This is an optimization exercise on Yosys and OpenROAD, whose aim is small area, not a production implementation. Only simulation tests tie the RTL to the original design; equivalence was not proved.

<file path="design.v">
module aes_sbox (
    input  wire [7:0] a,
    output wire [7:0] y
);
    wire U0 = a[7], U1 = a[6], U2 = a[5], U3 = a[4];
    wire U4 = a[3], U5 = a[2], U6 = a[1], U7 = a[0];
    wire S0, S1, S2, S3, S4, S5, S6, S7;
    wire y14, y13, y9, y8, t0, y1, y4, y12, y2, y5, y3, t1, y15, y20, y6, y10, y11, y7, y17, y19, y16, y21, y18, t2, t3, t4, t5, t6, t7, t8, t9, t10, t11, t12, t13, t14, t15, t16, t17, t18, t19, t20, t21, t22, t23, t24, t25, t26, t27, t28, t29, t30, t31, t32, t33, t34, t35, t36, t37, t38, t39, t40, t41, t42, t43, t44, t45, z0, z1, z2, z3, z4, z5, z6, z7, z8, z9, z10, z11, z12, z13, z14, z15, z16, z17, t46, t47, t48, t49, t50, t51, t52, t53, t54, t55, t56, t57, t58, t59, t60, t61, t62, t63, t64, t65, t66, t67;
    assign y14 = U3 ^ U5;
    assign y13 = U0 ^ U6;
    assign y9 = U0 ^ U3;
    assign y8 = U0 ^ U5;
    assign t0 = U1 ^ U2;
    assign y1 = t0 ^ U7;
    assign y4 = y1 ^ U3;
    assign y12 = y13 ^ y14;
    assign y2 = y1 ^ U0;
    assign y5 = y1 ^ U6;
    assign y3 = y5 ^ y8;
    assign t1 = U4 ^ y12;
    assign y15 = t1 ^ U5;
    assign y20 = t1 ^ U1;
    assign y6 = y15 ^ U7;
    assign y10 = y15 ^ t0;
    assign y11 = y20 ^ y9;
    assign y7 = U7 ^ y11;
    assign y17 = y10 ^ y11;
    assign y19 = y10 ^ y8;
    assign y16 = t0 ^ y11;
    assign y21 = y13 ^ y16;
    assign y18 = U0 ^ y16;
    assign t2 = y12 & y15;
    assign t3 = y3 & y6;
    assign t4 = t3 ^ t2;
    assign t5 = y4 & U7;
    assign t6 = t5 ^ t2;
    assign t7 = y13 & y16;
    assign t8 = y5 & y1;
    assign t9 = t8 ^ t7;
    assign t10 = y2 & y7;
    assign t11 = t10 ^ t7;
    assign t12 = y9 & y11;
    assign t13 = y14 & y17;
    assign t14 = t13 ^ t12;
    assign t15 = y8 & y10;
    assign t16 = t15 ^ t12;
    assign t17 = t4 ^ t14;
    assign t18 = t6 ^ t16;
    assign t19 = t9 ^ t14;
    assign t20 = t11 ^ t16;
    assign t21 = t17 ^ y20;
    assign t22 = t18 ^ y19;
    assign t23 = t19 ^ y21;
    assign t24 = t20 ^ y18;
    assign t25 = t21 ^ t22;
    assign t26 = t21 & t23;
    assign t27 = t24 ^ t26;
    assign t28 = t25 & t27;
    assign t29 = t28 ^ t22;
    assign t30 = t23 ^ t24;
    assign t31 = t22 ^ t26;
    assign t32 = t31 & t30;
    assign t33 = t32 ^ t24;
    assign t34 = t23 ^ t33;
    assign t35 = t27 ^ t33;
    assign t36 = t24 & t35;
    assign t37 = t36 ^ t34;
    assign t38 = t27 ^ t36;
    assign t39 = t29 & t38;
    assign t40 = t25 ^ t39;
    assign t41 = t40 ^ t37;
    assign t42 = t29 ^ t33;
    assign t43 = t29 ^ t40;
    assign t44 = t33 ^ t37;
    assign t45 = t42 ^ t41;
    assign z0 = t44 & y15;
    assign z1 = t37 & y6;
    assign z2 = t33 & U7;
    assign z3 = t43 & y16;
    assign z4 = t40 & y1;
    assign z5 = t29 & y7;
    assign z6 = t42 & y11;
    assign z7 = t45 & y17;
    assign z8 = t41 & y10;
    assign z9 = t44 & y12;
    assign z10 = t37 & y3;
    assign z11 = t33 & y4;
    assign z12 = t43 & y13;
    assign z13 = t40 & y5;
    assign z14 = t29 & y2;
    assign z15 = t42 & y9;
    assign z16 = t45 & y14;
    assign z17 = t41 & y8;
    assign t46 = z15 ^ z16;
    assign t47 = z10 ^ z11;
    assign t48 = z5 ^ z13;
    assign t49 = z9 ^ z10;
    assign t50 = z2 ^ z12;
    assign t51 = z2 ^ z5;
    assign t52 = z7 ^ z8;
    assign t53 = z0 ^ z3;
    assign t54 = z6 ^ z7;
    assign t55 = z16 ^ z17;
    assign t56 = z12 ^ t48;
    assign t57 = t50 ^ t53;
    assign t58 = z4 ^ t46;
    assign t59 = z3 ^ t54;
    assign t60 = t46 ^ t57;
    assign t61 = z14 ^ t57;
    assign t62 = t52 ^ t58;
    assign t63 = t49 ^ t58;
    assign t64 = z4 ^ t59;
    assign t65 = t61 ^ t62;
    assign t66 = z1 ^ t63;
    assign S0 = t59 ^ t63;
    assign S6 = ~(t56 ^ t62);
    assign S7 = ~(t48 ^ t60);
    assign t67 = t64 ^ t65;
    assign S3 = t53 ^ t66;
    assign S4 = t51 ^ t66;
    assign S5 = t47 ^ t65;
    assign S1 = ~(t64 ^ S3);
    assign S2 = ~(t55 ^ t67);
    assign y = {S0, S1, S2, S3, S4, S5, S6, S7};
endmodule
module serve_code_gen (
    input  wire         clk,
    input  wire         rst,           
    input  wire         start,
    output wire         ready,
    input  wire [255:0] key,           
    input  wire [31:0]  frame,
    input  wire [15:0]  line,
    input  wire [2:0]   head_id,
    input  wire [63:0]  nonce,
    input  wire [3:0]   bits,
    input  wire [1:0]   phases_log2,
    input  wire [2:0]   phase,
    output reg          out_valid,
    output wire [2:0]   out_index,
    output wire [119:0] offsets        
);
    function integer ROW(input integer g);
        ROW = (g + 1) % 4;
    endfunction
    function integer ELEM(input integer r, input integer c);
        ELEM = 4 * ((r + 3) % 4) + c;
    endfunction
    function [7:0] xtime(input [7:0] b);
        xtime = {b[6:0], 1'b0} ^ (b[7] ? 8'h1b : 8'h00);
    endfunction
    reg         busy;
    reg  [3:0]  i;         
    reg  [4:0]  P;         
    reg  [2:0]  blk;       
    assign out_index = blk;
    wire accept = start && !busy;
    reg  ld;                           
    assign ready = ld;
    wire last_blk = (blk == 3'd5);
    wire dp       = (P <= 5'd14);      
    wire p0       = (P == 5'd0);
    wire p14      = (P == 5'd14);
    reg [127:0] D, C, A, B;
    function [127:0] ring_next(input [127:0] nx, input [127:0] pt,
                               input l, input b);
        integer k;
        begin
            for (k = 0; k < 128; k = k + 1)
                if ((k / 8) % 2 == 1)
                    ring_next[k] = ~((l | nx[k]) & (b | pt[k]));
                else
                    ring_next[k] = ~((~l | ~pt[k]) & (l | nx[k]));
        end
    endfunction
    reg [7:0]   s1, s2;                
    reg [7:0]   dlyA, dlyB;            
    wire [7:0] D0  = D[7:0];
    wire [7:0] C0  = C[7:0];
    wire [7:0] A0  = A[7:0];
    wire [7:0] B0  = B[7:0];
    wire [7:0] ctr_byte = (i == 4'd5) ? {5'd0, blk} :
                          (i == 4'd9) ? {5'd0, C0[2:0]} : C0;
    wire [7:0] x_in     = p0 ? ctr_byte : D0;
    wire [7:0] rk       = P[0] ? B[8*8 +: 8] : A0;
    wire [7:0] sin      = x_in ^ rk;
    wire [7:0] sb;
    aes_sbox u_sbox (.a(sin), .y(sb));
    wire [7:0] sout     = p14 ? ~sin : sb;
    wire [7:0] m0 = D[3*8 +: 8];
    wire [7:0] m1 = D[7*8 +: 8];
    wire [7:0] m2 = D[11*8 +: 8];
    wire [7:0] m3 = D[15*8 +: 8];
    wire [7:0] mo0, mo1, mo2, mo3;
    wire x32, x33, x34, x35, x36, x37, x38, x39, x40, x41, x42, x43, x44, x45, x46, x47, x48, x49, x50, x51, x52, x53, x54, x55, x56, x57, x58, x59, x60, x61, x62, x63, x64, x65, x66, x67, x68, x69, x70, x71, x72, x73, x74, x75, x76, x77, x78, x79, x80, x81, x82, x83, x84, x85, x86, x87, x88, x89, x90, x91, x92, x93, x94, x95, x96, x97, x98, x99, x100, x101, x102, x103, x104, x105, x106, x107, x108, x109, x110, x111, x112, x113, x114, x115, x116, x117, x118, x119, x120, x121, x122, x123, x124, x125, x126;
    assign x32 = m0[7] ^ m1[7];
    assign x33 = m2[7] ^ m3[7];
    assign x34 = m0[7] ^ m3[7];
    assign x35 = m1[7] ^ m2[7];
    assign x36 = m0[6] ^ m1[6];
    assign x37 = m2[5] ^ m3[5];
    assign x38 = m2[6] ^ m3[6];
    assign x39 = m0[5] ^ m1[5];
    assign x40 = m1[0] ^ m2[0];
    assign x41 = m0[0] ^ m3[0];
    assign x42 = m1[4] ^ m2[4];
    assign x43 = m0[1] ^ m1[1];
    assign x44 = m1[2] ^ m2[2];
    assign x45 = m2[1] ^ m3[1];
    assign x46 = m0[2] ^ m3[2];
    assign x47 = m0[3] ^ m1[3];
    assign x48 = m0[4] ^ m3[4];
    assign x49 = m2[3] ^ m3[3];
    assign x50 = m1[0] ^ x33;
    assign x51 = m3[0] ^ x40;
    assign x52 = x34 ^ x41;
    assign x53 = x41 ^ x50;
    assign x54 = x51 ^ x52;
    assign x55 = x32 ^ x51;
    assign x56 = m2[0] ^ x41;
    assign x57 = x35 ^ x56;
    assign x58 = m1[7] ^ x33;
    assign x59 = x36 ^ x58;
    assign x60 = m1[6] ^ x34;
    assign x61 = m3[2] ^ x43;
    assign x62 = x44 ^ x61;
    assign x63 = m1[1] ^ x46;
    assign x64 = m1[7] ^ x38;
    assign x65 = x34 ^ x64;
    assign x66 = m0[5] ^ x42;
    assign x67 = x37 ^ x66;
    assign x68 = m2[4] ^ x39;
    assign x69 = m2[7] ^ x60;
    assign x70 = m2[6] ^ x69;
    assign x71 = x67 ^ x68;
    assign x72 = m0[4] ^ x71;
    assign x73 = m2[5] ^ x39;
    assign x74 = x48 ^ x73;
    assign x75 = m3[4] ^ x68;
    assign x76 = m3[5] ^ x75;
    assign x77 = m1[6] ^ x38;
    assign x78 = m0[5] ^ x36;
    assign x79 = x39 ^ x77;
    assign x80 = x62 ^ x63;
    assign x81 = m3[1] ^ x80;
    assign x82 = m2[5] ^ x78;
    assign x83 = x79 ^ x82;
    assign x84 = m2[6] ^ x78;
    assign x85 = m3[5] ^ x84;
    assign x86 = m3[6] ^ x60;
    assign x87 = x59 ^ x86;
    assign x88 = m1[2] ^ x46;
    assign x89 = x45 ^ x88;
    assign x90 = m2[1] ^ x52;
    assign x91 = x43 ^ x90;
    assign x92 = m2[1] ^ m2[2];
    assign x93 = x63 ^ x92;
    assign x94 = m3[6] ^ x37;
    assign x95 = x36 ^ x94;
    assign x96 = m0[3] ^ x35;
    assign x97 = m2[3] ^ x47;
    assign x98 = x33 ^ x49;
    assign x99 = x34 ^ x46;
    assign x100 = x97 ^ x99;
    assign x101 = m1[4] ^ x98;
    assign x102 = x48 ^ x101;
    assign x103 = x44 ^ x49;
    assign x104 = x96 ^ x103;
    assign x105 = x50 ^ x51;
    assign x106 = m3[1] ^ x105;
    assign x107 = x43 ^ x106;
    assign x108 = x48 ^ x97;
    assign x109 = m2[4] ^ x108;
    assign x110 = x96 ^ x109;
    assign x111 = m3[4] ^ x32;
    assign x112 = x47 ^ x111;
    assign x113 = x42 ^ x112;
    assign x114 = x101 ^ x112;
    assign x115 = x110 ^ x114;
    assign x116 = m1[1] ^ x56;
    assign x117 = x55 ^ x116;
    assign x118 = x45 ^ x117;
    assign x119 = x106 ^ x117;
    assign x120 = x91 ^ x119;
    assign x121 = m3[2] ^ x98;
    assign x122 = m2[2] ^ x121;
    assign x123 = x97 ^ x122;
    assign x124 = m3[3] ^ x104;
    assign x125 = x99 ^ x123;
    assign x126 = x124 ^ x125;
    assign mo0 = {x59, x79, x72, x113, x126, x62, x118, x55};
    assign mo1 = {x70, x83, x67, x110, x104, x93, x120, x57};
    assign mo2 = {x65, x95, x76, x102, x123, x89, x107, x53};
    assign mo3 = {x87, x85, x74, x115, x100, x81, x91, x54};
    wire mc_en = ((P <= 5'd12) && (i >= 4'd13)) ||
                 ((P >= 5'd1) && (P <= 5'd13) && (i == 4'd0));
    reg [7:0] w15;
    reg       we15;
    always @(*) begin
        we15 = dp;
        w15  = sout;
        if (i >= 4'd12)                  w15 = sout;
        else if (i == 4'd3)              w15 = dlyB;
        else if (i == 4'd6 || i == 4'd7) w15 = s2;
        else if (i >= 4'd9 && i <= 4'd11) w15 = s1;
        else                             we15 = 1'b0;
    end
    wire we14 = dp && (i >= 4'd1) && (i <= 4'd3);
    wire we13 = dp && (i == 4'd6 || i == 4'd7);
    wire we12 = dp && (i == 4'd11);
    reg [127:0] D_n;
    integer p;
    always @(*) begin
        for (p = 0; p < 15; p = p + 1)
            D_n[8*p +: 8] = D[8*(p+1) +: 8];
        D_n[15*8 +: 8] = D0;
        if (mc_en) begin
            D_n[2*8 +: 8]  = mo0;
            D_n[6*8 +: 8]  = mo1;
            D_n[10*8 +: 8] = mo2;
            D_n[14*8 +: 8] = mo3;
        end
        if (we12) D_n[12*8 +: 8] = sout;
        if (we13) D_n[13*8 +: 8] = sout;
        if (we14) D_n[14*8 +: 8] = sout;
        if (we15) D_n[15*8 +: 8] = w15;
    end
    wire rest = !last_blk;              
    wire w0   = (i[1:0] == 2'd0);       
    wire Aen  = ((P <= 5'd12) && !P[0]) || (rest && (P >= 5'd14));
    wire Afwd = (P <= 5'd12);
    wire       Bhi  = i[3];
    wire [4:0] Q    = Bhi ? P : (P - 5'd1);
    wire       Qok  = Bhi || (P != 5'd0);
    wire Ben  = Qok && (((Q <= 5'd11) && Q[0]) || (rest && (Q >= 5'd14) && (Q <= 5'd19)));
    wire Bfwd = (Q <= 5'd11);
    wire [7:0] ksin = w0 ? ((i >= 4'd12) ? dlyB : ~B[15*8 +: 8]) : A[12*8 +: 8];
    wire [7:0] kso;
    aes_sbox u_ksbox (.a(ksin), .y(kso));
    wire [2:0] rcon_i = Afwd ? P[3:1] : (5'd20 - P);
    wire [7:0] rcon   = (i == 4'd12) ? (8'd1 << rcon_i) : 8'd0;
    wire [7:0] XA = Afwd ? ~A[15*8 +: 8] : dlyA;
    wire [7:0] XB = Bfwd ? ~B[15*8 +: 8] : dlyB;
    wire [7:0] A15 = A0 ^ (Aen ? (w0 ? (kso ^ rcon) : XA) : 8'd0);
    wire [7:0] B15 = B0 ^ (Ben ? (w0 ? s1 : XB) : 8'd0);
    wire [127:0] ctr_block = {nonce, 4'd0, phase[2], head_id,
                              phase[1:0], phases_log2, bits, line, frame};
    reg  [127:0] A_ld, B_ld, C_ld;
    integer e, r, c;
    always @(*) begin
        for (e = 0; e < 16; e = e + 1) begin
            r = ROW(e / 4);
            c = e % 4;
            A_ld[8*e +: 8]       = key[8*(4*c + r) +: 8];
            B_ld[8*(e ^ 8) +: 8] = key[8*(16 + 4*c + r) +: 8];
            C_ld[8*e +: 8]       = ctr_block[8*(4*c + r) +: 8];
        end
    end
    always @(posedge clk) begin
        A <= ring_next({A15, A[127:8]}, A_ld, ld, busy);
        B <= ring_next({B15, B[127:8]}, B_ld, ld, busy);
        C <= ring_next({C0, C[127:8]}, C_ld, ld, busy);
        D    <= D_n;
        s1   <= (i[1:0] == 2'd3) ? kso : sout;
        s2   <= s1;
        dlyA <= A0;
        dlyB <= (dp && i == 4'd2) ? s2 : B0;
        i <= accept ? 4'd0 : i + 4'd1;
        if (rst) begin
            busy      <= 1'b0;
            ld        <= 1'b1;
            out_valid <= 1'b0;
        end else begin
            out_valid <= busy && (P == 5'd14) && (i == 4'd15);
            if (accept) begin
                busy <= 1'b1;
                ld   <= 1'b0;
                P    <= 5'd0;
                blk  <= 3'd0;
            end else if (busy) begin
                if (i == 4'd15) begin
                    if (P == 5'd14 && last_blk) begin
                        busy <= 1'b0;
                        ld   <= 1'b1;
                    end
                    if (P == 5'd20) begin
                        P   <= 5'd0;
                        blk <= blk + 3'd1;
                    end else begin
                        P <= P + 5'd1;
                    end
                end
            end
        end
    end
    wire [7:0] cfg6    = ~C[5*8 +: 8];
    wire       cfg7    = ~C[9*8 + 3];
    wire [3:0] bits_q  = cfg6[3:0];
    wire [1:0] pl_q    = cfg6[5:4];
    wire [2:0] phase_q = {cfg7, cfg6[7:6]};
    wire       nz        = (bits_q != 4'd0);
    wire [9:0] keep_bits = (bits_q >= 4'd10) ? 10'h3ff : ((10'd1 << bits_q) - 10'd1);
    wire [9:0] keep_pl   = ~((10'd1 << pl_q) - 10'd1);
    wire [9:0] keep      = (keep_bits & keep_pl) & {10{nz}};
    wire [2:0] ph        = phase_q & {3{nz}};
    wire [9:0] nkeep     = ~keep;
    wire [2:0] nph       = ~ph;
    reg [127:0] blkout;
    integer n;
    always @(*) begin
        for (n = 0; n < 16; n = n + 1)
            blkout[8*n +: 8] = D[8*ELEM(n % 4, ((n / 4) - (n % 4) + 4) % 4) +: 8];
    end
    genvar gm;
    generate
        for (gm = 0; gm < 12; gm = gm + 1) begin : g_offs
            wire [9:0] rr = blkout[10*gm +: 10];
            assign offsets[10*gm +: 10] = ~((rr | nkeep) & {7'h7f, nph});
        end
    endgenerate
endmodule
</file>
<file path="flow/run.sh">
#!/bin/bash
# Layout flow: the standard layout (standard.sh), with three changes:
#  - synthesis runs first with an ABC mapping script (flow/map.abc) that keeps
#    the XOR structure of the S-box and MixColumns logic; registers, their
#    names and cell types are those of the standard synthesis, only the
#    combinational mapping differs;
#  - every input and output port still gets its own buffer, but of the
#    smallest buffer cell;
#  - the clock tree uses clkbuf_4 buffers, clusters of up to 10 flip-flops and
#    no dummy loads.
set -euo pipefail
W=$(pwd)

export BUFFER_PORTS_ARGS="-buffer_cell sky130_fd_sc_hd__buf_1"
export CTS_ARGS="-sink_clustering_enable -repair_clock_nets -dont_use_dummy_load -buf_list sky130_fd_sc_hd__clkbuf_4 -sink_clustering_size 10 -sink_clustering_max_diameter 45"

# The standard flow's synthesis script, with every abc call given flow/map.abc
{
  cat <<EOT
proc abc {args} {
  set i [lsearch \$args -script]
  if {\$i >= 0} { set args [lreplace \$args [expr {\$i + 1}] [expr {\$i + 1}] $W/flow/map.abc] }
  yosys abc {*}\$args
}
EOT
  cat "$W/synth_recipe.tcl"
} > "$W/own_synth.tcl"

# the standard make command, for the synth target and with the script above
cmd=$(grep '^make ' "$W/standard.sh")
cmd=${cmd//SYNTH_SCRIPT=/SYNTH_SCRIPT_UNUSED=}
cmd=${cmd/\"\$\{@:-finish\}\"/SYNTH_SCRIPT=$W/own_synth.tcl synth}
echo "$cmd" > "$W/own_synth_cmd.txt"
eval "$cmd" > "$W/synth.log" 2>&1

# the rest of the standard layout (floorplan .. finish), reusing that synthesis
bash "$W/standard.sh" > "$W/layout.log" 2>&1
</file>
<file path="flow/map.abc">
&get -n
&st
&dch
&nf -R 1000
&put
</file>
<file path="standard.sh">
#!/bin/bash
# synth_recipe.tcl (not shown) runs the flow's synth.tcl, then flattens the netlist and writes it again
# the make line also repeats each setting of config.mk as NAME=value (left out here)
make -C /OpenROAD-flow-scripts/flow DESIGN_CONFIG=/design/flow/config.mk WORK_HOME=/design/flow/orfs CLKGATE_MAP_FILE= SYNTH_SCRIPT=/design/flow/synth_recipe.tcl "${@:-finish}"
</file>
<file path="config.mk">
export PLATFORM = sky130hd
export DESIGN_NAME = serve_code_gen
export DESIGN_NICKNAME = serve_code_gen
export VERILOG_FILES = /design/flow/design.v
export SDC_FILE = /design/flow/constraint.sdc
export NUM_CORES = 8
export LEC_CHECK = 0
export CAP_MARGIN = 20
export CORE_MARGIN = 2
export CORE_UTILIZATION = 40
export PLACE_DENSITY = 0.6
export SLEW_MARGIN = 20
</file>
<file path="constraint.sdc">
create_clock -name core_clock -period 10.0 [get_ports {clk}]
set_input_delay 2.0000 -clock core_clock [delete_from_list [all_inputs] [get_ports {clk}]]
set_output_delay 2.0000 -clock core_clock [all_outputs]
set_load 0.01 [all_outputs]
</file>
==> metrics.cfg, run 1 <==
[outcome]
outcome=timing/DRC/antenna clean

[critical_path]
critical-path-slowest-cell=edfxtp_1
crit_type=flop to flop
end_kind=flop
crit_start=P[1]
crit_fanout=13
cpPeakStageDelay_ns=0.53
reg2reg_from=P[1]
worst_ep_arrival_time_ns=9.78
cp.required_ns=10.65
cp-start-kind=flop

[global_route]
met1_usage=0.295
met3_usage=0.0636
use_met2=0.400
top_usage_layer=met2
grt_start_max_net_pins=116
grt_pass1_wl_um=96700
grt-ovfl-total=0
grt_pass1_vias=17000
grt_usage=0.239
antenna_found_initial=3

[floorplanning]
coreArea_mm2=0.0498
io_pins=508
num_rows=82
initial_core_util=0.403
dieHeight_um=228
die_w_um=228
die-area_mm2=0.0519

[logic_synthesis]
yosysWarnings=1
ys_ff_latch=559
async_flop_share=0
synth_nets=2487
synth_flop_cell=dfxtp_1
netlist_area_mm2=0.0200
synth_compound_area_frac=0.171
synth_xor_area_frac=0.122
synthSimpleGateAreaFrac=0.113
ys_types=38
syn_inst=2081
synth_edf_count=8
synthAdderAreaFrac=0.0144
synth_mux_area_frac=0.0142
synth_top_family_by_area=compound AO/OA/AOI/OAI gates
yosysSeqAreaShare=0.563
avgSynthCellArea_um2=9.63

[clock_tree]
cts.sinks=559
post_cts.repair.setup_buffers=0
htreeDepth=3
clock-root-buffer=clkbuf_4
clk_pin_slew_ns=0.11
cts_tree=built
cts_resized=0
clockBufferDepth=3
holdBufCountCts=0
numCtsBuffers=77
clock_latency_ns=0.84

[route]
wl_per_cell_um=18.9
vias=17000
ant_nets=0
drt-total-wl_um=63400
first_iter_violations=866
route.detailed.drc=0
vias_per_cell=5.07
first_pass_iters=5

[sta]
finClkSkew_ns=0.106
setup_violations=0
worst_slew_pin_slew_ns=1.04
post-route-period-util=0.913
period_needed_ns=9.13
hold_viol=0
tns_ns=0
clock.fmax_mhz=110
slew_headroom=0.307
rsz0062_at_grt=no
slew_viol_final=0

[layout]
multi_input_area_mm2=0.00871
drive_above_1_share=0.0373
syn_to_final_growth_pct=17.4
ff_latch_area_mm2=0.0113
fillerInstances=4952
postLayoutCoreUtil=0.473
finalNetCount=3090

[job]
maxCapViolations=0

[worst_hold_path]
hp-start=D[21]
hold_path.class=flop to flop

[placed_design]
dp_hpwl_um=47600
portBuffers=507
globalplace.congestion=0.903

registers in the layout, summed over array words and instances (netlist names), 8 cells and up:
| signal | count |
|---|---|
| B | 128 |
| s1 | 8 |
| A | 128 |
| C | 128 |
| D | 128 |
| dlyB | 8 |
| s2 | 8 |
| dlyA | 8 |
Yosys cell counts, drive strengths merged, types with 2 or more instances:
library cell	number	area, um2
edfxtp	8	240
a211oi	16	120
nor2	192	721
clkinv	19	71.3
nor3	6	30.0
nand2b	17	106
xnor2	162	1420
a21boi	2	15.0
a21o	2	15.0
dfxtp	551	11000
o22ai	190	1190
and2	7	43.8
nand3b	2	15.0
o211ai	7	52.6
a32oi	6	52.6
nand3	13	65.1
xor2	114	998
nor2b	14	87.6
mux2i	15	150
a21oi	73	365
mux2	12	135
nand2	306	1150
o21ai	310	1550
ha	23	288
cell type report:
| type | instances | share of cell area |
|---|---|---|
| Antenna cell | 6 | 0.000638 |
| Clock buffer | 77 | 0.0246 |
| Inverter | 19 | 0.00303 |
| Multi-Input combinational cell | 1503 | 0.370 |
| Sequential cell | 559 | 0.479 |
| Tap cell | 672 | 0.0357 |
| Timing Repair Buffer | 524 | 0.0863 |
cell families (layout without fill, tap and decap cells):
family	count (synthesis)	after routing
flip-flops	559	559
adder cells (fa/ha/maj)	23	23
multiplexers	27	27
XOR/XNOR	277	277
other	0	6
AND/OR/NAND/NOR	562	562
AO/OA/AOI/OAI	614	614
buffers and inverters	19	620
layout by cell type (no fill, tap or decap), types with 22 or more instances in the layout:
cell type / count
dfxtp_1: 549
buf_1: 507
o21ai_0: 308
nand2_1: 306
nor2_1: 191
o22ai_1: 190
xnor2_1: 162
xor2_1: 114
clkbuf_4: 78
a21oi_1: 72
ha_1: 22
critical path, delay by kind of cell (launching register included):
| family | cells | cell delay [ns] |
|---|---|---|
| compound gates | 7 | 1.20 |
| xor+xnor | 18 | 4.83 |
| fa+ha+maj | 3 | 0.92 |
| buf+inv | 1 | 0.21 |
| flops | 1 | 0.53 |
| mux | 1 | 0.36 |
| simple gates | 5 | 0.92 |
metrics by stage:
step	worst slack, ns	instance area [um2]	instances	hold WS, ns
after floorplan	1.83	20000	2081	0.310
after global placement	0.911	22900	3275	0.311
after detailed placement	0.605	22900	3276	0.315
after CTS	0.589	23500	3353	0.319
after global routing	0.0553	23500	3359	0.326
final	0.870	23500	3360	0.318
final timing paths:
path,endpoint,cells after the start,slack [ns]
worst max register to register,D[126],35,0.87
worst max-delay path,D[126],35,0.87
worst min register to register,D[13],0,0.32
worst min-delay path,D[13],0,0.32
layer usage:
layer | share of wire | vias up
met5 | 0 | -
met4 | 0.033 | 0
met3 | 0.065 | 125
met2 | 0.47 | 542
met1 | 0.43 | 7928
li1 | - | 8447
==> run 2, diff against run 1 <==
--- a/design.v
+++ b/design.v
@@ -163,15 +163,4 @@
     wire p14      = (P == 5'd14);
     reg [127:0] D, C, A, B;
-    function [127:0] ring_next(input [127:0] nx, input [127:0] pt,
-                               input l, input b);
-        integer k;
-        begin
-            for (k = 0; k < 128; k = k + 1)
-                if ((k / 8) % 2 == 1)
-                    ring_next[k] = ~((l | nx[k]) & (b | pt[k]));
-                else
-                    ring_next[k] = ~((~l | ~pt[k]) & (l | nx[k]));
-        end
-    endfunction
     reg [7:0]   s1, s2;                
     reg [7:0]   dlyA, dlyB;            
@@ -180,9 +169,10 @@
     wire [7:0] A0  = A[7:0];
     wire [7:0] B0  = B[7:0];
+    wire       pol      = ~i[0];
     wire [7:0] ctr_byte = (i == 4'd5) ? {5'd0, blk} :
                           (i == 4'd9) ? {5'd0, C0[2:0]} : C0;
     wire [7:0] x_in     = p0 ? ctr_byte : D0;
     wire [7:0] rk       = P[0] ? B[8*8 +: 8] : A0;
-    wire [7:0] sin      = x_in ^ rk;
+    wire [7:0] sin      = x_in ^ rk ^ {8{pol & ~p0}};
     wire [7:0] sb;
     aes_sbox u_sbox (.a(sin), .y(sb));
@@ -340,8 +330,9 @@
     wire [2:0] rcon_i = Afwd ? P[3:1] : (5'd20 - P);
     wire [7:0] rcon   = (i == 4'd12) ? (8'd1 << rcon_i) : 8'd0;
-    wire [7:0] XA = Afwd ? ~A[15*8 +: 8] : dlyA;
-    wire [7:0] XB = Bfwd ? ~B[15*8 +: 8] : dlyB;
+    wire [7:0] XA = (Afwd ? A[15*8 +: 8] : dlyA) ^ {8{pol ^ ~Afwd}};
+    wire [7:0] XB = (Bfwd ? B[15*8 +: 8] : dlyB) ^ {8{pol ^ ~Bfwd}};
     wire [7:0] A15 = A0 ^ (Aen ? (w0 ? (kso ^ rcon) : XA) : 8'd0);
     wire [7:0] B15 = B0 ^ (Ben ? (w0 ? s1 : XB) : 8'd0);
+    wire [127:0] C_n_sh = {C0, C[127:8]};
     wire [127:0] ctr_block = {nonce, 4'd0, phase[2], head_id,
                               phase[1:0], phases_log2, bits, line, frame};
@@ -358,7 +349,7 @@
     end
     always @(posedge clk) begin
-        A <= ring_next({A15, A[127:8]}, A_ld, ld, busy);
-        B <= ring_next({B15, B[127:8]}, B_ld, ld, busy);
-        C <= ring_next({C0, C[127:8]}, C_ld, ld, busy);
+        A <= ~(({A15, A[127:8]} | {128{ld}}) & (A_ld | {128{busy}}));
+        B <= ~(({B15, B[127:8]} | {128{ld}}) & (B_ld | {128{busy}}));
+        C <= ~((C_n_sh | {128{ld}}) & (C_ld | {128{busy}}));
         D    <= D_n;
         s1   <= (i[1:0] == 2'd3) ? kso : sout;
--- a/flow/run.sh
+++ b/flow/run.sh
@@ -13,5 +13,5 @@
 
 export BUFFER_PORTS_ARGS="-buffer_cell sky130_fd_sc_hd__buf_1"
-export CTS_ARGS="-sink_clustering_enable -repair_clock_nets -dont_use_dummy_load -buf_list sky130_fd_sc_hd__clkbuf_4 -sink_clustering_size 10 -sink_clustering_max_diameter 45"
+export CTS_ARGS="-sink_clustering_enable -repair_clock_nets -dont_use_dummy_load -buf_list sky130_fd_sc_hd__clkbuf_4 -sink_clustering_size 10 -sink_clustering_max_diameter 70"
 
 # The standard flow's synthesis script, with every abc call given flow/map.abc
==> metrics.cfg, run 2 <==
[global_route]
grt_start_max_net_pins=113  ; -2.6%
grt_usage=0.229  ; -0.0102
antenna_found_initial=2  ; -1
grt_pass1_wl_um=89300  ; -7.6%
grt-ovfl-total=0  ; unchanged
grt_pass1_vias=16000  ; -5.8%

[outcome]
outcome=timing/DRC/antenna clean

[floorplanning]
num_rows=81  ; -1.2%
die-area_mm2=0.0512  ; -1.4%
die_w_um=226  ; -0.71%
initial_core_util=0.404  ; +0.00157
io_pins=508  ; unchanged
dieHeight_um=226  ; -0.71%
coreArea_mm2=0.0488  ; -1.8%

[logic_synthesis]
avgSynthCellArea_um2=10.5  ; +8.8%
synth_nets=2289  ; -8.0%
synthMostInstantiatedCell=dfxtp_1
ys_ff_latch=559  ; unchanged
yosysSeqAreaShare=0.571  ; +0.00827
synth_flop_cell=dfxtp_1
synth_top_area_share=0.559  ; +0.00809
netlist_area_mm2=0.0197  ; -1.4%
synth_commonest_cells=dfxtp_1, o22ai_1, nor2_1
synth_area_leader_cell=dfxtp_1
syn_inst=1885  ; -9.4%
async_flop_share=0  ; unchanged
yosysWarnings=1  ; unchanged
synth_edf_count=8  ; unchanged
synth_area_leaders=dfxtp_1, o22ai_1, xnor2_1, xor2_1, nor2_1
ys_types=37  ; -2.6%

[sta]
post-route-period-util=0.909  ; -0.00358
setup_violations=0  ; unchanged
worst_slew_pin_slew_ns=1.23  ; +0.188 ns
clock.fmax_mhz=110  ; +0.39%
finClkSkew_ns=0.102  ; -0.00421 ns
period_needed_ns=9.09  ; -0.0358 ns
tns_ns=0  ; unchanged
slew_viol_final=0  ; unchanged
slew_headroom=0.178  ; -0.129
rsz0062_at_grt=no
hold_viol=0  ; unchanged

[critical_path]
cp-start-kind=flop
crit_type=flop to flop
rrSetupSlack_ns=0.91  ; +0.04 ns
crit_fanout=12  ; -1
path_buf_inv=2  ; +1
worst_ep_arrival_time_ns=9.76  ; -0.02 ns
end_kind=flop
cp.required_ns=10.66  ; about the same
cp_common_cell=xnor2_1
crit_family=XOR/XNOR gates
cpPeakStageDelay_ns=0.67  ; +0.14 ns
critical-path-slowest-cell=o31ai_1

[route]
first_iter_violations=868  ; +0.23%
drt-total-wl_um=60700  ; -4.2%
first_pass_iters=5  ; unchanged
route.detailed.drc=0  ; unchanged
ant_nets=0  ; unchanged
wl_per_cell_um=19.3  ; +2.4%
vias_per_cell=5.18  ; +2.1%
vias=16300  ; -4.5%

[clock_tree]
cts_tree=built
numCtsBuffers=67  ; -13%
clock_latency_ns=0.84  ; about the same
clk_pin_slew_ns=0.13  ; +0.02 ns
cts.sinks=559  ; unchanged
clock-root-buffer=clkbuf_4
htreeDepth=3  ; unchanged
clockBufferDepth=3  ; unchanged

[layout]
syn_to_final_growth_pct=17.4  ; about the same
layout_commonest_cell=dfxtp_1
finalNetCount=2884  ; -6.7%
final_cell_mix=dfxtp_1, buf_1, o22ai_1
fillerInstances=4839  ; -2.3%
drive_above_1_share=0.0387  ; +0.00146
layout.cells.non_filler=3144  ; -6.4%

[placed_design]
portBuffers=507  ; unchanged
globalplace.congestion=0.881  ; -2.4%
dp_hpwl_um=45300  ; -4.7%
dp_cells=3072  ; -6.2%

[job]
maxCapViolations=0  ; unchanged

[worst_hold_path]
hold_path.class=flop to flop

## run 2: cell count changes after synthesis, sizes merged, moves of 8 or more
cell,previous run,this run
a211oi,16,0
a21oi,73,47
mux2i,15,31
nand2,306,104
o21a,1,9
o21ai,310,108
o22ai,190,384
xnor2,162,183
## run 2: cell families after synthesis
group	Yosys count	synth area share
compound gates	589	0.181
fa+ha+maj	21	0.0133
buf+inv	15	0.00285
mux	44	0.0231
simple gates	357	0.0751
xor+xnor	300	0.134
flops	559	0.571
## run 2: metal layers
layer	GRT usage	up-vias	wire length (um)
met2	0.390	528	29000
met4	0.0834	0	2130
met1	0.276	7602	25300
li1	-	8032	-
met5	0	-	0
met3	0.0617	116	4300
## run 2: repair_timing
item                                    4_1_cts  5_1_grt
buffers inserted                              0        3
endpoints found under the setup margin        0        3
resized for setup                             0        6
endpoints found under the hold margin         0        0
hold buffers                                  0        0
## run 2: worst paths after layout
check,from,end,cells after the start
worst max-delay path,i[3],A[126],34
worst min-delay path,D[66],D[58],0
worst max register to register,i[3],A[126],34
worst min register to register,D[66],D[58],0
## run 2: metrics by stage
stage	hold slack, ns	cell area (um2)	worst slack, ns	utilization
after floorplan	0.310	19700	1.47	-
after global placement	0.310	22600	0.665	0.463
after CTS	0.329	23100	0.373	0.474
final	0.312	23200	0.905	0.475
after global routing	0.332	23200	0.123	0.475
after detailed placement	0.312	22600	0.490	0.463
## run 2: area by class of cell
class | instances | area, um2 | area share
timing repair buffer | 526 | 2050 | 0.0882
tap | 664 | 831 | 0.0358
multi-input combinational | 1311 | 8470 | 0.365
clock buffer | 67 | 503 | 0.0217
sequential | 559 | 11300 | 0.486
antenna | 2 | 5.00 | 0.000216
inverter | 15 | 56.3 | 0.00243
==> run 3, diff against run 2 <==
--- a/flow/run.sh
+++ b/flow/run.sh
@@ -13,5 +13,5 @@
 
 export BUFFER_PORTS_ARGS="-buffer_cell sky130_fd_sc_hd__buf_1"
-export CTS_ARGS="-sink_clustering_enable -repair_clock_nets -dont_use_dummy_load -buf_list sky130_fd_sc_hd__clkbuf_4 -sink_clustering_size 10 -sink_clustering_max_diameter 70"
+export CTS_ARGS="-sink_clustering_enable -repair_clock_nets -dont_use_dummy_load -buf_list sky130_fd_sc_hd__clkbuf_4 -sink_clustering_size 12 -sink_clustering_max_diameter 35"
 
 # The standard flow's synthesis script, with every abc call given flow/map.abc
==> metrics.cfg, run 3 <==
[outcome]
outcome=timing/DRC/antenna clean

[layout]
drive_above_1_share=0.0476  ; +0.00882
finalNetCount=2908  ; +0.83%
final_cell_mix=dfxtp_1, buf_1, o22ai_1
layout_commonest_cell=dfxtp_1
layout.cells.non_filler=3170  ; +0.83%
syn_to_final_growth_pct=18.4
postLayoutCoreUtil=0.479  ; +0.00377
fillerInstances=4829  ; -0.21%

[global_route]
grt_usage=0.229  ; +0.000433
grt_pass1_wl_um=89700  ; +0.45%
antenna_found_initial=3  ; +1
grt-ovfl-total=0  ; unchanged
grt_pass1_vias=16200  ; +1.2%
grt_start_max_net_pins=113  ; unchanged

[clock_tree]
clock-root-buffer=clkbuf_4
holdBufCountCts=0  ; unchanged
clock_latency_ns=0.86  ; +0.02 ns
clk_pin_slew_ns=0.09  ; -0.04 ns
clockBufferDepth=3  ; unchanged
htreeDepth=3  ; unchanged
numCtsBuffers=94  ; +40%
cts.sinks=559  ; unchanged
cts_tree=built

[worst_hold_path]
hp-start=D[66]
hold_depth=0  ; unchanged
hold_path.class=flop to flop

[logic_synthesis]
ys_types=37  ; unchanged
synth_xor_area_frac=0.134  ; unchanged
synth_top_family_by_area=compound AO/OA/AOI/OAI gates
netlist_area_mm2=0.0197  ; unchanged
async_flop_share=0  ; unchanged
avgSynthCellArea_um2=10.5  ; unchanged
ys_ff_latch=559  ; unchanged
synthMostInstantiatedCell=dfxtp_1
synth_flop_cell=dfxtp_1
synth_top_area_share=0.559  ; unchanged
synth_area_leader_cell=dfxtp_1
synthSimpleGateAreaFrac=0.0751  ; unchanged
synth_area_leaders=dfxtp_1, o22ai_1, xnor2_1, xor2_1, nor2_1
syn_inst=1885  ; unchanged
synth_commonest_cells=dfxtp_1, o22ai_1, nor2_1
yosysSeqAreaShare=0.571  ; unchanged
synth_edf_count=8  ; unchanged
synthAdderAreaFrac=0.0133  ; unchanged
synth_nets=2289  ; unchanged
synth_mux_area_frac=0.0231  ; unchanged
synth_compound_area_frac=0.181  ; unchanged
yosysWarnings=1  ; unchanged

[floorplanning]
die-area_mm2=0.0512  ; unchanged
num_rows=81  ; unchanged
initial_core_util=0.404  ; unchanged
io_pins=508  ; unchanged
die_w_um=226  ; unchanged
dieHeight_um=226  ; unchanged
coreArea_mm2=0.0488  ; unchanged

[critical_path]
cp-endpoint=D[126]
rr_worst_depth=39  ; +15%
crit_fanout=16  ; +4
worst_ep_arrival_time_ns=9.75  ; about the same
cpPeakStageDelay_ns=0.41  ; -0.26 ns
crit_start=P[0]
end_kind=flop
reg2reg_from=P[0]
r2r-end=D[126]
cp.required_ns=10.72  ; +0.06 ns
crit_type=flop to flop
cp_common_cell=xnor2_1
cp-start-kind=flop
rrSetupSlack_ns=0.97  ; +0.06 ns
critical-path-slowest-cell=xnor2_2

[sta]
slew_viol_final=0  ; unchanged
hold_viol=0  ; unchanged
hold_ws_ns=0.271  ; -0.0413 ns
setup_violations=0  ; unchanged
rsz0062_at_grt=no
slew_headroom=0.179  ; +0.00170
tns_ns=0  ; unchanged
finClkSkew_ns=0.120  ; +0.0189 ns
post-route-period-util=0.903  ; -0.00608
worst_slew_pin_slew_ns=1.23  ; -0.00254 ns
period_needed_ns=9.03  ; -0.0608 ns
clock.fmax_mhz=111  ; +0.67%

[route]
ant_nets=0  ; unchanged
route.detailed.drc=0  ; unchanged
first_iter_violations=933  ; +7.5%
wl_per_cell_um=19.1  ; -0.88%
vias_per_cell=5.15  ; -0.49%
vias=16300  ; +0.34%
first_pass_iters=5  ; unchanged
drt-total-wl_um=60700  ; about the same

[placed_design]
dp_hpwl_um=45300  ; unchanged
globalplace.congestion=0.881  ; unchanged
portBuffers=507  ; unchanged
dp_cells=3072  ; unchanged

[job]
maxCapViolations=0  ; unchanged

[run 3: worst min path at each step]
stage | to
after floorplan | D[56]
after global placement | D[56]
after detailed placement | D[58]
after CTS | D[58]
after global routing | D[58]
final | D[58]
[run 3: repair_timing]
item                       4_1_cts  5_1_grt
setup endpoints to repair        0        1
resized for setup                0        5
buffers inserted                 0        0
[run 3: critical path: cells and delay by family (launching register included)]
kind            cells  cell delay [ns]
buf+inv             3             0.65
fa+ha+maj           2             0.62
mux                 1             0.31
simple gates        8             1.17
flops               1             0.32
compound gates      5             0.90
xor+xnor           20             4.95
[run 3: stage by stage]
| step | setup WS [ns] | cell area, um2 |
|---|---|---|
| after floorplan | 1.47 | 19700 |
| after global placement | 0.665 | 22600 |
| after detailed placement | 0.490 | 22600 |
| after CTS | 0.477 | 23300 |
| after global routing | 0.0308 | 23400 |
| final | 0.966 | 23400 |
[run 3: logic make-up (layout without fill, tap and decap cells)]
logic type                 after synthesis  count (layout)
AOI/OAI and AO/OA                      589             589
xor gates and xnor gates               300             300
adders and majority gates               21              21
buffers and inverters                   15             632
DFF                                    559             559
muxes                                   44              44
other                                    0               4
and+or+nand+nor                        357             357
[run 3: layout make-up]
class | instances | area, um2 | area share
inverters | 15 | 56.3 | 0.00241
repair buffers | 523 | 2020 | 0.0866
well taps | 664 | 831 | 0.0355
flip-flops and latches | 559 | 11300 | 0.482
diodes | 4 | 10.0 | 0.000428
multi-input cells | 1311 | 8470 | 0.362
clock buffers | 94 | 706 | 0.0302
[run 3: layer usage]
layer	track usage	wire, um
met3	0.0661	4460
met2	0.389	29000
met4	0.0843	1860
met1	0.275	25400
met5	0	0
==> run 4, diff against run 3 <==
--- a/flow/run.sh
+++ b/flow/run.sh
@@ -13,5 +13,5 @@
 
 export BUFFER_PORTS_ARGS="-buffer_cell sky130_fd_sc_hd__buf_1"
-export CTS_ARGS="-sink_clustering_enable -repair_clock_nets -dont_use_dummy_load -buf_list sky130_fd_sc_hd__clkbuf_4 -sink_clustering_size 12 -sink_clustering_max_diameter 35"
+export CTS_ARGS="-sink_clustering_enable -repair_clock_nets -dont_use_dummy_load -buf_list {sky130_fd_sc_hd__clkbuf_2 sky130_fd_sc_hd__clkbuf_4} -sink_clustering_size 10 -sink_clustering_max_diameter 45"
 
 # The standard flow's synthesis script, with every abc call given flow/map.abc
==> metrics.cfg, run 4 <==
[outcome]
outcome=timing/DRC/antenna clean

[global_route]
grt_pass1_wl_um=89400  ; -0.36%
grt_usage=0.229  ; -0.000364
grt-ovfl-total=0  ; unchanged
grt_start_max_net_pins=113  ; unchanged
antenna_found_initial=3  ; unchanged
grt_pass1_vias=16000  ; -1.2%

[clock_tree]
cts_tree=built
htreeDepth=3  ; unchanged
clock-root-buffer=clkbuf_4
cts.sinks=559  ; unchanged
clock_latency_ns=0.83  ; -0.03 ns
numCtsBuffers=73  ; -22%
clk_pin_slew_ns=0.11  ; +0.02 ns
clockBufferDepth=3  ; unchanged

[logic_synthesis]
synth_xor_area_frac=0.134  ; unchanged
yosysWarnings=1  ; unchanged
yosysSeqAreaShare=0.571  ; unchanged
async_flop_share=0  ; unchanged
synth_top_family_by_area=compound AO/OA/AOI/OAI gates
synth_compound_area_frac=0.181  ; unchanged
synth_edf_count=8  ; unchanged
synth_nets=2289  ; unchanged
synthAdderAreaFrac=0.0133  ; unchanged
synth_flop_cell=dfxtp_1
syn_inst=1885  ; unchanged
synth_commonest_cells=dfxtp_1, o22ai_1, nor2_1
synthSimpleGateAreaFrac=0.0751  ; unchanged
ys_ff_latch=559  ; unchanged
ys_types=37  ; unchanged
synth_mux_area_frac=0.0231  ; unchanged
synthMostInstantiatedCell=dfxtp_1
synth_area_leaders=dfxtp_1, o22ai_1, xnor2_1, xor2_1, nor2_1
avgSynthCellArea_um2=10.5  ; unchanged
netlist_area_mm2=0.0197  ; unchanged
synth_top_area_share=0.559  ; unchanged
synth_area_leader_cell=dfxtp_1

[critical_path]
critical-path-slowest-cell=xnor2_2
end_kind=flop
rr_worst_depth=39  ; unchanged
rrSetupSlack_ns=0.95  ; about the same
reg2reg_from=P[0]
cpPeakStageDelay_ns=0.41  ; about the same
r2r-end=D[126]
crit_type=flop to flop
cp.required_ns=10.73  ; about the same
worst_ep_arrival_time_ns=9.78  ; +0.03 ns
crit_start=P[0]
cp-endpoint=D[126]
cp-start-kind=flop
crit_fanout=16  ; unchanged
cp_common_cell=xnor2_1

[sta]
period_needed_ns=9.05  ; +0.0149 ns
worst_slew_pin_slew_ns=1.17  ; -0.0553 ns
slew_headroom=0.216  ; +0.0370
slew_viol_final=0  ; unchanged
finClkSkew_ns=0.0833  ; -0.0371 ns
setup_violations=0  ; unchanged
clock.fmax_mhz=111  ; -0.16%
hold_ws_ns=0.293  ; +0.0220 ns
hold_viol=0  ; unchanged
post-route-period-util=0.905  ; +0.00149

[layout]
drive_above_1_share=0.0395  ; -0.00806
fillerInstances=4839  ; +0.21%
layout_commonest_cell=dfxtp_1
final_cell_mix=dfxtp_1, buf_1, o22ai_1
syn_to_final_growth_pct=17.6
finalNetCount=2887  ; -0.72%

[worst_hold_path]
hold_path.class=flop to flop
hold_depth=0  ; unchanged

[floorplanning]
die_w_um=226  ; unchanged
dieHeight_um=226  ; unchanged
io_pins=508  ; unchanged
num_rows=81  ; unchanged
coreArea_mm2=0.0488  ; unchanged
initial_core_util=0.404  ; unchanged
die-area_mm2=0.0512  ; unchanged

[route]
drt-total-wl_um=60600  ; about the same
ant_nets=0  ; unchanged
vias_per_cell=5.14  ; -0.20%
route.detailed.drc=0  ; unchanged
vias=16200  ; -0.80%
wl_per_cell_um=19.2  ; +0.54%
first_pass_iters=5  ; unchanged
first_iter_violations=883  ; -5.4%

[placed_design]
globalplace.congestion=0.881  ; unchanged
portBuffers=507  ; unchanged
dp_hpwl_um=45300  ; unchanged

[job]
maxCapViolations=0  ; unchanged

run 4: cell count changes in the layout (fill, tap and decap cells not counted), sizes merged:
cell    before  now
clkbuf      94   73
diode        4    6
run 4: logic make-up (layout without fill, tap and decap cells):
logic type | after synthesis | after routing
muxes | 44 | 44
adders and majority gates | 21 | 21
buffers and inverters | 15 | 611
DFF | 559 | 559
and+or+nand+nor | 357 | 357
other | 0 | 6
AOI/OAI and AO/OA | 589 | 589
xor gates and xnor gates | 300 | 300
run 4: per-layer routing:
metal  wire length (um)  up-vias  global-route usage
met4               1910        2              0.0830
met3               4410      113              0.0619
li1                   -     8053                   -
met1              25300     7505               0.276
met5                 13        -                   0
met2              29000      529               0.389
run 4: how the worst min path moves through the flow:
stage / start / to / slack, ns
after CTS: D[71] / D[63] / 0.29
after detailed placement: D[66] / D[58] / 0.31
after global routing: D[71] / D[63] / 0.28
final: D[71] / D[63] / 0.29
after floorplan: D[64] / D[56] / 0.31
after global placement: D[64] / D[56] / 0.31
run 4: through the flow:
step	instances	utilization	cell area, um2	setup slack, ns	setup TNS (ns)
floorplan	1885	-	19700	1.47	0
global placement	3072	0.463	22600	0.665	0
detailed placement	3072	0.463	22600	0.490	0
CTS	3145	0.474	23200	0.441	0
global route	3151	0.475	23200	-0.00400	-0.00400
finish	3151	0.475	23200	0.951	0
run 4: final cells by class:
cell class / instances / area (um2) / share of cell area
clock buffers: 73 / 548 / 0.0236
inverters: 15 / 56.3 / 0.00242
multi-input cells: 1311 / 8470 / 0.365
flip-flops and latches: 559 / 11300 / 0.486
repair buffers: 523 / 2020 / 0.0871
well taps: 664 / 831 / 0.0358
diodes: 6 / 15.0 / 0.000647
run 4: critical path, delay by kind of cell (launching register included):
family                   cells  cell delay [ns]
XOR/XNOR                    20             4.95
adder cells (fa/ha/maj)      2             0.62
AO/OA/AOI/OAI                5             0.90
AND/OR/NAND/NOR              8             1.17
buffers and inverters        3             0.63
flip-flops                   1             0.34
multiplexers                 1             0.31
run 4: what timing repair did:
item	in CTS	in global routing
resized for setup	0	5
endpoints found under the setup margin	0	1
hold buffers	0	0
buffers inserted	0	0
==> run 5, diff against run 4 <==
--- a/flow/run.sh
+++ b/flow/run.sh
@@ -13,5 +13,5 @@
 
 export BUFFER_PORTS_ARGS="-buffer_cell sky130_fd_sc_hd__buf_1"
-export CTS_ARGS="-sink_clustering_enable -repair_clock_nets -dont_use_dummy_load -buf_list {sky130_fd_sc_hd__clkbuf_2 sky130_fd_sc_hd__clkbuf_4} -sink_clustering_size 10 -sink_clustering_max_diameter 45"
+export CTS_ARGS="-sink_clustering_enable -repair_clock_nets -dont_use_dummy_load -buf_list sky130_fd_sc_hd__clkbuf_4 -sink_clustering_size 10 -sink_clustering_max_diameter 45"
 
 # The standard flow's synthesis script, with every abc call given flow/map.abc
==> metrics.cfg, run 5 <==
[critical_path]
crit_fanout=16  ; unchanged
cpPeakStageDelay_ns=0.41  ; about the same
critical-path-slowest-cell=xnor2_2
cp_common_cell=xnor2_1
end_kind=flop
crit_family=XOR/XNOR gates
path_buf_inv=3  ; unchanged
cp.required_ns=10.73  ; about the same
worst_ep_arrival_time_ns=9.78  ; about the same
crit_type=flop to flop
cp-start-kind=flop

[logic_synthesis]
yosysSeqAreaShare=0.571  ; unchanged
ys_types=37  ; unchanged
synthSimpleGateAreaFrac=0.0751  ; unchanged
ys_ff_latch=559  ; unchanged
synth_compound_area_frac=0.181  ; unchanged
synth_flop_cell=dfxtp_1
synth_top_family_by_area=compound AO/OA/AOI/OAI gates
synthMostInstantiatedCell=dfxtp_1
netlist_area_mm2=0.0197  ; unchanged
synth_area_leaders=dfxtp_1, o22ai_1, xnor2_1, xor2_1, nor2_1
synth_area_leader_cell=dfxtp_1
synth_nets=2289  ; unchanged
syn_inst=1885  ; unchanged
synth_xor_area_frac=0.134  ; unchanged
async_flop_share=0  ; unchanged
avgSynthCellArea_um2=10.5  ; unchanged
synthAdderAreaFrac=0.0133  ; unchanged
synth_top_area_share=0.559  ; unchanged
synth_commonest_cells=dfxtp_1, o22ai_1, nor2_1
synth_mux_area_frac=0.0231  ; unchanged
synth_edf_count=8  ; unchanged
yosysWarnings=1  ; unchanged

[floorplanning]
dieHeight_um=226  ; unchanged
die_w_um=226  ; unchanged
die-area_mm2=0.0512  ; unchanged
initial_core_util=0.404  ; unchanged
num_rows=81  ; unchanged
coreArea_mm2=0.0488  ; unchanged
io_pins=508  ; unchanged

[placed_design]
portBuffers=507  ; unchanged
dp_hpwl_um=45300  ; unchanged
dpl_cell_area_mm2=0.0226  ; unchanged
globalplace.congestion=0.881  ; unchanged
dp_cells=3072  ; unchanged

[route]
wl_per_cell_um=19.2  ; unchanged
vias=16200  ; unchanged
first_pass_iters=5  ; unchanged
route.detailed.drc=0  ; unchanged
first_iter_violations=883  ; unchanged
vias_per_cell=5.14  ; unchanged
drt-total-wl_um=60600  ; unchanged
ant_nets=0  ; unchanged

[layout]
drive_above_1_share=0.0395  ; unchanged
syn_to_final_growth_pct=17.6  ; unchanged
layout.cells.non_filler=3151  ; unchanged
fillerInstances=4839  ; unchanged
layout_commonest_cell=dfxtp_1
final_cell_mix=dfxtp_1, buf_1, o22ai_1
design_area_mm2=0.0232  ; unchanged
finalNetCount=2887  ; unchanged

[clock_tree]
cts_tree=built
cts.sinks=559  ; unchanged
clock_latency_ns=0.83  ; about the same
htreeDepth=3  ; unchanged
post_cts.repair.setup_buffers=0  ; unchanged
clock-root-buffer=clkbuf_4
numCtsBuffers=73  ; unchanged
clk_pin_slew_ns=0.11  ; about the same
clockBufferDepth=3  ; unchanged

[sta]
post-route-period-util=0.905  ; unchanged
slew_headroom=0.216  ; unchanged
hold_viol=0  ; unchanged
clock.fmax_mhz=111  ; unchanged
period_needed_ns=9.05  ; unchanged
setup_violations=0  ; unchanged
worst_slew_pin_slew_ns=1.17  ; unchanged
slew_viol_final=0  ; unchanged
finClkSkew_ns=0.0833  ; unchanged

[global_route]
grt_start_max_net_pins=113  ; unchanged
grt_pass1_wl_um=89400  ; unchanged
antenna_found_initial=3  ; unchanged
grt_pass1_vias=16000  ; unchanged
grt-ovfl-total=0  ; unchanged
grt_usage=0.229  ; unchanged

[worst_hold_path]
hold_path.class=flop to flop

[job]
maxCapViolations=0  ; unchanged

[outcome]
outcome=timing/DRC/antenna clean

[run 5: cell counts after synthesis]
No cell type changed its count.
[run 5: kinds of logic (layout without fill, tap and decap cells)]
group                    count (synthesis)  after routing
other                                    0              6
buffers and inverters                   15            611
AO/OA/AOI/OAI                          589            589
XOR/XNOR                               300            300
AND/OR/NAND/NOR                        357            357
flip-flops                             559            559
adder cells (fa/ha/maj)                 21             21
multiplexers                            44             44
[run 5: what timing repair did]
| item | 4_1_cts | 5_1_grt |
|---|---|---|
| setup endpoints to repair | 0 | 1 |
| hold buffers | 0 | 0 |
| gates resized for setup | 0 | 5 |
[run 5: area by class of cell]
type / instances / area, um2 / share of cell area
well taps: 664 / 831 / 0.0358
repair buffers: 523 / 2020 / 0.0871
flip-flops and latches: 559 / 11300 / 0.486
diodes: 6 / 15.0 / 0.000647
clock buffers: 73 / 548 / 0.0236
inverters: 15 / 56.3 / 0.00242
multi-input cells: 1311 / 8470 / 0.365
[run 5: worst paths after layout]
kind	from	slack [ns]	end	cells past startpoint
worst max-delay path	P[0]	0.95	D[126]	39
worst min-delay path	D[71]	0.29	D[63]	0
worst max register to register	P[0]	0.95	D[126]	39
worst min register to register	D[71]	0.29	D[63]	0
[run 5: per-stage QoR]
stage / hold slack [ns] / setup WS (ns) / TNS (ns) / utilization
after global routing: 0.283 / -0.00400 / -0.00400 / 0.475
after global placement: 0.310 / 0.665 / 0 / 0.463
after CTS: 0.290 / 0.441 / 0 / 0.474
after detailed placement: 0.312 / 0.490 / 0 / 0.463
final: 0.293 / 0.951 / 0 / 0.475
after floorplan: 0.310 / 1.47 / 0 / -
[run 5: worst register-to-register path, delay by kind of cell, from the launching register on]
kind / cells / cell delay [ns]
AOI/OAI and AO/OA: 5 / 0.90
xor gates and xnor gates: 20 / 4.95
adders and majority gates: 2 / 0.62
buffers and inverters: 3 / 0.64
DFF: 1 / 0.34
muxes: 1 / 0.31
and+or+nand+nor: 8 / 1.19
[run 5: layer usage]
layer,GRT usage,share of wire,vias up
li1,-,-,8053
met2,0.389,0.48,529
met1,0.276,0.42,7505
met4,0.0830,0.032,2
met5,0,0.00021,-
met3,0.0619,0.073,113

[what the ideal ports hide]
The results above use ideal ports. As a check the final layouts listed here were re-extracted and re-timed, cells and wires unchanged. Step 1, drivers: a clkbuf_16 drives clk and a buf_2 each remaining input, both assumed. Step 2, shift: input delay + t, output delay - t, t = (earliest + latest rising clock arrival at the registers) / 2. This alone moves slack from input paths to output paths. Slacks: ideal ports / drivers / drivers and shift; pairs: ideal ports / drivers.
run | shift t [ns] | setup WS [ns] | worst data-port slew with drivers (ns)
run 1 | 0.839 | 0.870 / 0.870 / 0.870 | 0.10
run 2 | 0.839 | 0.905 / 0.905 / 0.905 | 0.12
run 3 | 0.863 | 0.966 / 0.966 / 0.966 | 0.12
run 4 | 0.844 | 0.951 / 0.951 / 0.951 | 0.12
run 5 | 0.844 | 0.951 / 0.951 / 0.951 | 0.12
After both steps setup and hold are still met in every run listed.
